Background: an optimization exercise with open tools, aiming at small area, a short achievable clock period and few clock cycles per item. Do not read the settings as production practice. Only simulation tests tie the RTL to the original design; equivalence was not proved.

==> flow/design.v <==
module codec_residue_coder (
    input  wire        clk,
    input  wire        rst,           
    input  wire        in_valid,
    output wire        in_ready,
    input  wire        in_first,      
    input  wire [1:0]  in_kind,       
    input  wire [2:0]  in_near,       
    input  wire        in_pred_ext,   
    input  wire [15:0] in_p,
    input  wire [15:0] in_x,
    input  wire [15:0] in_a,
    input  wire [15:0] in_b,
    input  wire [15:0] in_c,
    input  wire [15:0] in_d,
    output reg         out_valid,
    input  wire        out_ready,
    output reg  [15:0] out_xr,        
    output reg  [31:0] out_code,      
    output reg  [5:0]  out_len        
);
    reg [1:0] kind_q;
    reg [2:0] near_q;
    reg [20:0] ctx_a [0:63];
    reg [6:0]  ctx_n [0:63];
    wire       accept = in_valid && in_ready;
    assign in_ready = !out_valid || out_ready;
    wire [1:0] kind = in_first ? in_kind : kind_q;
    wire [2:0] near = in_first ? in_near : near_q;
    reg  [4:0]  bits;
    always @(*) begin
        case (kind)
            2'd1:    bits = 5'd8;
            2'd2:    bits = 5'd16;
            default: bits = 5'd10;
        endcase
    end
    wire [16:0] maxval = (17'd1 << bits) - 17'd1;
    wire [4:0]  step   = {1'b0, near, 1'b0} + 5'd1;
    wire [17:0] range  = (maxval + {near, 1'b0}) / step + 18'd1;
    wire [17:0] rm1 = range - 18'd1;
    reg  [4:0]  qbpp;
    integer i;
    always @(*) begin
        qbpp = 5'd0;
        for (i = 0; i < 18; i = i + 1)
            if (rm1[i]) qbpp = i[4:0] + 5'd1;
    end
    wire [4:0] ulimit = 5'd31 - qbpp;
    wire [3:0] shift  = (kind == 2'd2) ? 4'd6 : 4'd0;
    wire [20:0] a_init = ((range + 18'd32) >> 6) > 18'd2 ? {3'b0, (range + 18'd32) >> 6} : 21'd2;
    function [15:0] absdiff(input [15:0] p, input [15:0] q);
        absdiff = (p > q) ? p - q : q - p;
    endfunction
    wire [17:0] act  = absdiff(in_d, in_b) + absdiff(in_b, in_c) + absdiff(in_c, in_a);
    wire [17:0] acts = act >> shift;
    reg  [4:0]  actlen;
    always @(*) begin
        actlen = 5'd0;
        for (i = 0; i < 18; i = i + 1)
            if (acts[i]) actlen = i[4:0] + 5'd1;
    end
    wire [3:0] g   = (actlen > 5'd15) ? 4'd15 : actlen[3:0];
    wire [5:0] ctx = {g, in_c > in_a, in_c > in_b};
    wire [20:0] cur_a = in_first ? a_init : ctx_a[ctx];
    wire [6:0]  cur_n = in_first ? 7'd1   : ctx_n[ctx];
    reg [4:0] kp;
    reg       kfound;
    always @(*) begin
        kp = qbpp;
        kfound = 1'b0;
        for (i = 0; i <= 16; i = i + 1)
            if (!kfound && ({21'd0, cur_n} << i) >= {7'd0, cur_a}) begin
                kp = (i[4:0] < qbpp) ? i[4:0] : qbpp;
                kfound = 1'b1;
            end
    end
    wire [15:0] mx = (in_a > in_b) ? in_a : in_b;
    wire [15:0] mn = (in_a > in_b) ? in_b : in_a;
    reg  [15:0] pred;
    always @(*) begin
        if (in_pred_ext)
            pred = in_p;
        else if (in_c >= mx)
            pred = mn;
        else if (in_c <= mn)
            pred = mx;
        else
            pred = in_a + in_b - in_c;
    end
    wire signed [17:0] e    = $signed({2'b0, in_x}) - $signed({2'b0, pred});
    wire               eneg = e[17];
    wire [17:0]        enum_ = eneg ? ({15'd0, near} - e) : (e + {15'd0, near});
    wire [17:0]        qa   = enum_ / step;
    wire signed [18:0] q0   = eneg ? -$signed({1'b0, qa}) : $signed({1'b0, qa});
    wire signed [18:0] q1   = (q0 < 0) ? q0 + $signed({1'b0, range}) : q0;
    wire signed [18:0] q    = (q1 >= $signed({1'b0, (range + 18'd1) >> 1})) ?
                              q1 - $signed({1'b0, range}) : q1;
    wire signed [23:0] xr0 = $signed({8'd0, pred}) + q * $signed({1'b0, step});
    wire signed [23:0] rs  = $signed({6'd0, range}) * $signed({19'd0, step});
    reg  signed [23:0] xr1;
    always @(*) begin
        if (xr0 < -$signed({21'd0, near}))
            xr1 = xr0 + rs;
        else if (xr0 > $signed({7'd0, maxval}) + $signed({21'd0, near}))
            xr1 = xr0 - rs;
        else
            xr1 = xr0;
    end
    wire [15:0] xr = (xr1 < 0) ? 16'd0 :
                     (xr1 > $signed({7'd0, maxval})) ? maxval[15:0] : xr1[15:0];
    wire [17:0] qabs = q[18] ? -q[17:0] : q[17:0];
    wire [16:0] m    = q[18] ? {qabs[15:0], 1'b0} - 17'd1 : {q[15:0], 1'b0};
    wire [16:0] u    = m >> kp;
    wire        esc  = u >= {12'd0, ulimit};
    wire [16:0] mm1  = m - 17'd1;
    reg [31:0] code;
    reg [5:0]  len;
    always @(*) begin
        if (esc) begin
            code = (32'd1 << qbpp) | ({15'd0, mm1} & ((32'd1 << qbpp) - 32'd1));
            len  = {1'b0, ulimit} + {1'b0, qbpp} + 6'd1;
        end else begin
            code = (32'd1 << kp) | ({15'd0, m} & ((32'd1 << kp) - 32'd1));
            len  = u[5:0] + {1'b0, kp} + 6'd1;
        end
    end
    wire [21:0] a_sum = {1'b0, cur_a} + {4'd0, qabs};
    wire [6:0]  n_sum = cur_n + 7'd1;
    integer j;
    always @(posedge clk) begin
        if (accept) begin
            if (in_first) begin
                kind_q <= in_kind;
                near_q <= in_near;
                for (j = 0; j < 64; j = j + 1) begin
                    ctx_a[j] <= a_init;
                    ctx_n[j] <= 7'd1;
                end
            end
            if (n_sum == 7'd64) begin
                ctx_a[ctx] <= a_sum[21:1];
                ctx_n[ctx] <= 7'd32;
            end else begin
                ctx_a[ctx] <= a_sum[20:0];
                ctx_n[ctx] <= n_sum;
            end
        end
    end
    always @(posedge clk) begin
        if (rst) begin
            out_valid <= 1'b0;
        end else if (accept) begin
            out_valid <= 1'b1;
        end else if (out_ready) begin
            out_valid <= 1'b0;
        end
    end
    always @(posedge clk) begin
        if (accept) begin
            out_xr   <= xr;
            out_code <= code;
            out_len  <= len;
        end
    end
endmodule
==> flow/run.sh <==
#!/bin/bash
# synth_recipe.tcl (not shown) runs the flow's synth.tcl, then flattens the netlist and writes it again
# the make line also repeats each setting of config.mk as NAME=value (left out here)
make -C /OpenROAD-flow-scripts/flow DESIGN_CONFIG=/design/flow/config.mk WORK_HOME=/design/flow/orfs CLKGATE_MAP_FILE= SYNTH_SCRIPT=/design/flow/synth_recipe.tcl finish
==> flow/config.mk <==
export PLATFORM = sky130hd
export DESIGN_NAME = codec_residue_coder
export DESIGN_NICKNAME = codec_residue_coder
export VERILOG_FILES = /design/flow/design.v
export SDC_FILE = /design/flow/constraint.sdc
export NUM_CORES = 4
export LEC_CHECK = 0
export CAP_MARGIN = 20
export CORE_MARGIN = 2
export CORE_UTILIZATION = 40
export SLEW_MARGIN = 20
==> flow/constraint.sdc <==
create_clock -name core_clock -period 62.0 [get_ports {clk}]
set_input_delay 12.4000 -clock core_clock [delete_from_list [all_inputs] [get_ports {clk}]]
set_output_delay 12.4000 -clock core_clock [all_outputs]
set_load 0.01 [all_outputs]
==> flow_summary.html <==
<table>
<tr><th>Metric</th><th>Value</th></tr>
<tr><th colspan="2">Global routing</th></tr>
<tr><td>Number of global-route vias before repair</td><td>105k</td></tr>
<tr><td>Largest net degree at the start of global routing</td><td>102</td></tr>
<tr><td>Aggregate global routing overflow</td><td>0</td></tr>
<tr><td>First-pass GRT wire length</td><td>725000 um</td></tr>
<tr><td>Aggregate global-route resource usage</td><td>29.9%</td></tr>
<tr><td>Number of antenna violations at the first check in global routing</td><td>17</td></tr>
<tr><th colspan="2">Synthesis</th></tr>
<tr><td>Mapped Avg Cell Area</td><td>9.47 sq um</td></tr>
<tr><td>Simple-gate portion of the synthesized area</td><td>16.2%</td></tr>
<tr><td>Top FF cell, synth</td><td>sky130_fd_sc_hd__edfxtp_1</td></tr>
<tr><td>Proportion of synthesized area in mux cells</td><td>2.59%</td></tr>
<tr><td>Count of distinct cell types in the synthesized netlist</td><td>177</td></tr>
<tr><td>Cell count after synthesis</td><td>13.5k</td></tr>
<tr><td>Biggest area contributors in the synthesized netlist</td><td>sky130_fd_sc_hd__edfxtp_1 (44%), sky130_fd_sc_hd__ha_1 (7.0%), sky130_fd_sc_hd__nor2_1 (6.3%), sky130_fd_sc_hd__a21oi_1 (4.0%), sky130_fd_sc_hd__nand2_1 (3.0%)</td></tr>
<tr><td>Post-Synth Adder-Cell Area</td><td>9.08%</td></tr>
<tr><td>Xor-xnor portion of the synthesized cell area</td><td>3.47%</td></tr>
<tr><td>Ranking of synthesized cells by instance count</td><td>sky130_fd_sc_hd__nor2_1 (2149), sky130_fd_sc_hd__edfxtp_1 (1851), sky130_fd_sc_hd__nand2_1 (1037), sky130_fd_sc_hd__a21oi_1 (1020), sky130_fd_sc_hd__ha_1 (714)</td></tr>
<tr><td>Share of synthesized flip-flops with an asynchronous set or reset</td><td>0%</td></tr>
<tr><td>Number of synthesis warnings</td><td>1</td></tr>
<tr><td>Fraction of the mapped netlist area in compound gates</td><td>20.3%</td></tr>
<tr><td>EDFF count, synth</td><td>1851</td></tr>
<tr><td>Number of register bits inferred by synthesis</td><td>1852</td></tr>
<tr><td>Post-synthesis instance area</td><td>0.128 sq mm</td></tr>
<tr><td>Fraction of the yosys area taken by sequential cells</td><td>43.5%</td></tr>
<tr><td>Biggest area consumer among synthesized cells</td><td>sky130_fd_sc_hd__edfxtp_1</td></tr>
<tr><td>Most frequent cell after synthesis</td><td>sky130_fd_sc_hd__nor2_1</td></tr>
<tr><td>Combinational family with the most area after synthesis</td><td>compound AO/OA/AOI/OAI gates</td></tr>
<tr><td>Synth top area share</td><td>43.5%</td></tr>
<tr><th colspan="2">Final layout</th></tr>
<tr><td>Sequential cell area</td><td>0.0556 sq mm</td></tr>
<tr><td>Final Util</td><td>46.0%</td></tr>
<tr><td>Combined area of the multi-input logic cells</td><td>0.0686 sq mm</td></tr>
<tr><td>Final Non-Filler Cells</td><td>18.1k</td></tr>
<tr><td>Filler Cells Inserted</td><td>29.9k</td></tr>
<tr><td>Post-route cell area</td><td>0.146 sq mm</td></tr>
<tr><td>Layout-stage area growth over the synthesis result</td><td>14.4%</td></tr>
<tr><td>Net count of the finished layout</td><td>14.7k</td></tr>
<tr><td>Fraction of layout cells with a size suffix above 1</td><td>13.6%</td></tr>
<tr><th colspan="2">STA</th></tr>
<tr><td>Number of pins exceeding their max-slew limit in the final report</td><td>0</td></tr>
<tr><td>Count of final setup violators</td><td>0</td></tr>
<tr><td>Final-layout worst hold slack</td><td>0.564 ns</td></tr>
<tr><td>Actual transition at the worst max-transition pin</td><td>1.27 ns</td></tr>
<tr><td>Highest attainable clock frequency</td><td>16.8 MHz</td></tr>
<tr><td>Worst slew margin relative to its limit</td><td>14.3%</td></tr>
<tr><td>Least setup slack across all paths after layout</td><td>2.32 ns</td></tr>
<tr><td>Share of the clock period used by the worst path after layout</td><td>96.3%</td></tr>
<tr><td>Final hold violation count</td><td>0</td></tr>
<tr><td>Clock Skews</td><td>0.143 ns</td></tr>
<tr><td>Min cycle time layout</td><td>59.68 ns</td></tr>
<tr><th colspan="2">Job</th></tr>
<tr><td>Number of max-cap violations</td><td>0</td></tr>
<tr><th colspan="2">Detailed routing</th></tr>
<tr><td>Detailed-route wire length per cell</td><td>27.8 um</td></tr>
<tr><td>Residual DRC count</td><td>0</td></tr>
<tr><td>First-pass iteration count of the detailed router</td><td>6</td></tr>
<tr><td>Starting DRT DRC Count</td><td>13.7k</td></tr>
<tr><td>Post-DRT Antenna Nets</td><td>0</td></tr>
<tr><td>Ratio of routed vias to standard cells</td><td>6.20</td></tr>
<tr><td>Total routed wirelength</td><td>504000 um</td></tr>
<tr><td>Number of vias after detailed routing</td><td>112k</td></tr>
<tr><th colspan="2">Floorplanning</th></tr>
<tr><td>Die span in y</td><td>569 um</td></tr>
<tr><td>Row cnt</td><td>207</td></tr>
<tr><td>Die width</td><td>569 um</td></tr>
<tr><td>Die area</td><td>0.324 sq mm</td></tr>
<tr><td>Count of pins on the block boundary</td><td>163</td></tr>
<tr><td>Core area</td><td>0.318 sq mm</td></tr>
<tr><td>Initial Utilization</td><td>40.2%</td></tr>
<tr><th colspan="2">Critical path</th></tr>
<tr><td>Critical path startpoint category</td><td>input pin</td></tr>
<tr><td>Critical Setup Path Class</td><td>input pin to flop</td></tr>
<tr><td>Worst r2r path cells</td><td>241</td></tr>
<tr><td>Endpoint required time on the critical path</td><td>62.65 ns</td></tr>
<tr><td>Arrival time worst endpoint</td><td>60.33 ns</td></tr>
<tr><td>Kind of end point of the critical path</td><td>flop</td></tr>
<tr><td>Largest driver fanout on the critical path</td><td>11</td></tr>
<tr><td>R2R Setup Slk</td><td>14.55 ns</td></tr>
<tr><td>Critical Path Slowest Stage Cell</td><td>sky130_fd_sc_hd__or4_4</td></tr>
<tr><td>Delay of the slowest cell on the worst path</td><td>0.63 ns</td></tr>
<tr><td>Most frequent CP cell</td><td>sky130_fd_sc_hd__a21oi_2</td></tr>
<tr><th colspan="2">Clocking</th></tr>
<tr><td>CTS H-tree lvls</td><td>4</td></tr>
<tr><td>Clock latency on the worst-skew pair</td><td>0.96 ns</td></tr>
<tr><td>Hold Buf Count CTS</td><td>0</td></tr>
<tr><td>Clock input transition at the sequential cells of the worst setup and hold paths</td><td>0.06 ns</td></tr>
<tr><td>Number of clock buffers inserted by TritonCTS</td><td>204</td></tr>
<tr><td>CTS tree</td><td>built</td></tr>
<tr><td>Number of clock sinks seen by CTS</td><td>1852</td></tr>
<tr><td>Clk buf depth</td><td>4</td></tr>
<tr><td>Clk root buf</td><td>sky130_fd_sc_hd__clkbuf_16</td></tr>
<tr><th colspan="2">Placed design</th></tr>
<tr><td>Weighted congestion reported at the end of routability-driven placement</td><td>0.972</td></tr>
<tr><td>Worst Setup Slack post-DPL</td><td>-0.985 ns</td></tr>
<tr><td>Placed wire-length estimate after detailed placement</td><td>334000 um</td></tr>
<tr><td>Buffers on Ports</td><td>162</td></tr>
<tr><td>Number of placed cells counting well taps</td><td>17.7k</td></tr>
<tr><td>Post-place instance area</td><td>0.138 sq mm</td></tr>
<tr><th colspan="2">Run status</th></tr>
<tr><td>Run status</td><td>no timing/DRC/antenna violations</td></tr>
<tr><th colspan="2">Min path</th></tr>
<tr><td>Type of the most critical hold path</td><td>flop to flop</td></tr>
<tr><td>Worst Hold Path Cells</td><td>2</td></tr>
</table>
## path summary, 6_finish.rpt
path                            startpoint         end
worst max register to register   near_q[0]  out_xr[10]
worst min register to register   out_valid   out_valid
worst max-delay path              in_a[14]  out_xr[10]
worst min-delay path             out_valid   out_valid
## kinds of logic after synthesis
| logic type | count (synthesis) |
|---|---|
| xor gates and xnor gates | 499 |
| adders and majority gates | 851 |
| DFF | 1852 |
| other | 2 |
| and+or+nand+nor | 4547 |
| buffers and inverters | 1490 |
| AOI/OAI and AO/OA | 3925 |
| muxes | 314 |
## flip-flops by register name, summed over array words and instances (netlist names)
name,flops
kind_q,2
near_q,3
out_code,32
out_valid,1
ctx_a,1344
out_xr,16
out_len,6
ctx_n,448
## placed cells by master (no fill, tap or decap), types with 128 or more instances in the layout
cell type,n
sky130_fd_sc_hd__a31oi_1,129
sky130_fd_sc_hd__nand2_1,978
sky130_fd_sc_hd__a21o_1,242
sky130_fd_sc_hd__nand3_1,161
sky130_fd_sc_hd__inv_1,563
sky130_fd_sc_hd__a21oi_1,949
sky130_fd_sc_hd__clkdlybuf4s50_1,154
sky130_fd_sc_hd__mux2i_1,187
sky130_fd_sc_hd__a22oi_1,278
sky130_fd_sc_hd__ha_1,688
sky130_fd_sc_hd__nor2_1,2101
sky130_fd_sc_hd__clkbuf_16,208
sky130_fd_sc_hd__o22ai_1,441
sky130_fd_sc_hd__nor3_1,206
sky130_fd_sc_hd__buf_4,771
sky130_fd_sc_hd__xnor2_1,322
sky130_fd_sc_hd__edfxtp_1,1851
sky130_fd_sc_hd__fa_1,128
sky130_fd_sc_hd__xor2_1,142
sky130_fd_sc_hd__o21ai_0,618
## area by class of cell
| type | instances | area share [%] |
|---|---|---|
| Inverter | 589 | 1.53 |
| Tap cell | 4180 | 3.58 |
| Timing Repair Buffer | 968 | 5.49 |
| Clock buffer | 255 | 3.64 |
| Antenna cell | 10 | 0.0171 |
| Clock inverter | 117 | 0.762 |
| Multi-Input combinational cell | 10200 | 46.9 |
| Sequential cell | 1852 | 38.1 |
## metal layers
| metal | wire length, um | vias up | GRT usage (%) |
|---|---|---|---|
| met5 | 153 | - | 0 |
| met4 | 28000 | 22 | 14.6 |
| met3 | 52400 | 1176 | 5.58 |
| met2 | 224000 | 6283 | 47.0 |
| met1 | 199000 | 54500 | 39.7 |
| li1 | - | 50500 | - |
## per-stage QoR
stage,TNS [ns]
2_1_floorplan,0
3_3_place_gp,-6.93
3_5_place_dp,-14.47
4_1_cts,0
5_1_grt,-6.19
6_report,0
## critical path, delay by kind of cell
family | cells | cell delay, ns
buffers and inverters | 24 | 2.95
muxes | 8 | 1.97
and+or+nand+nor | 91 | 14.68
adders and majority gates | 31 | 9.55
AOI/OAI and AO/OA | 107 | 17.69
xor gates and xnor gates | 9 | 1.00
## repair_timing
item,4_1_cts,5_1_grt
cloned,0,3
endpoints found under the setup margin,16,572
pin swaps,0,156
resized for setup,6,269
buffers inserted,0,80
Testbench counts, summed over its fixed seeds: cycles 99,236, items 99,228.

port drivers added, routing unchanged:
Ports are ideal in the flow. The routed layout listed here was re-timed in OpenROAD.
Step 1 assumes that a clkbuf_16 drives the clock port and a buf_2 every other input.
Step 2 moves the port delays by t, midway between the first and last clock arrival at a register: inputs arrive t later, outputs are due t later. That takes back most of the time a late clock gives input paths.
Slacks: ideal ports / drivers / drivers and shift; pairs: ideal ports / drivers.
t, ns: 0.997
setup WS [ns]: 2.316 / 2.394 / 1.397
worst data-port slew with drivers (ns): 0.09
After both steps setup and hold are still met in this run. For this run, drivers alone change the setup slack by +0.078 ns; drivers and shift together by -0.919 ns.
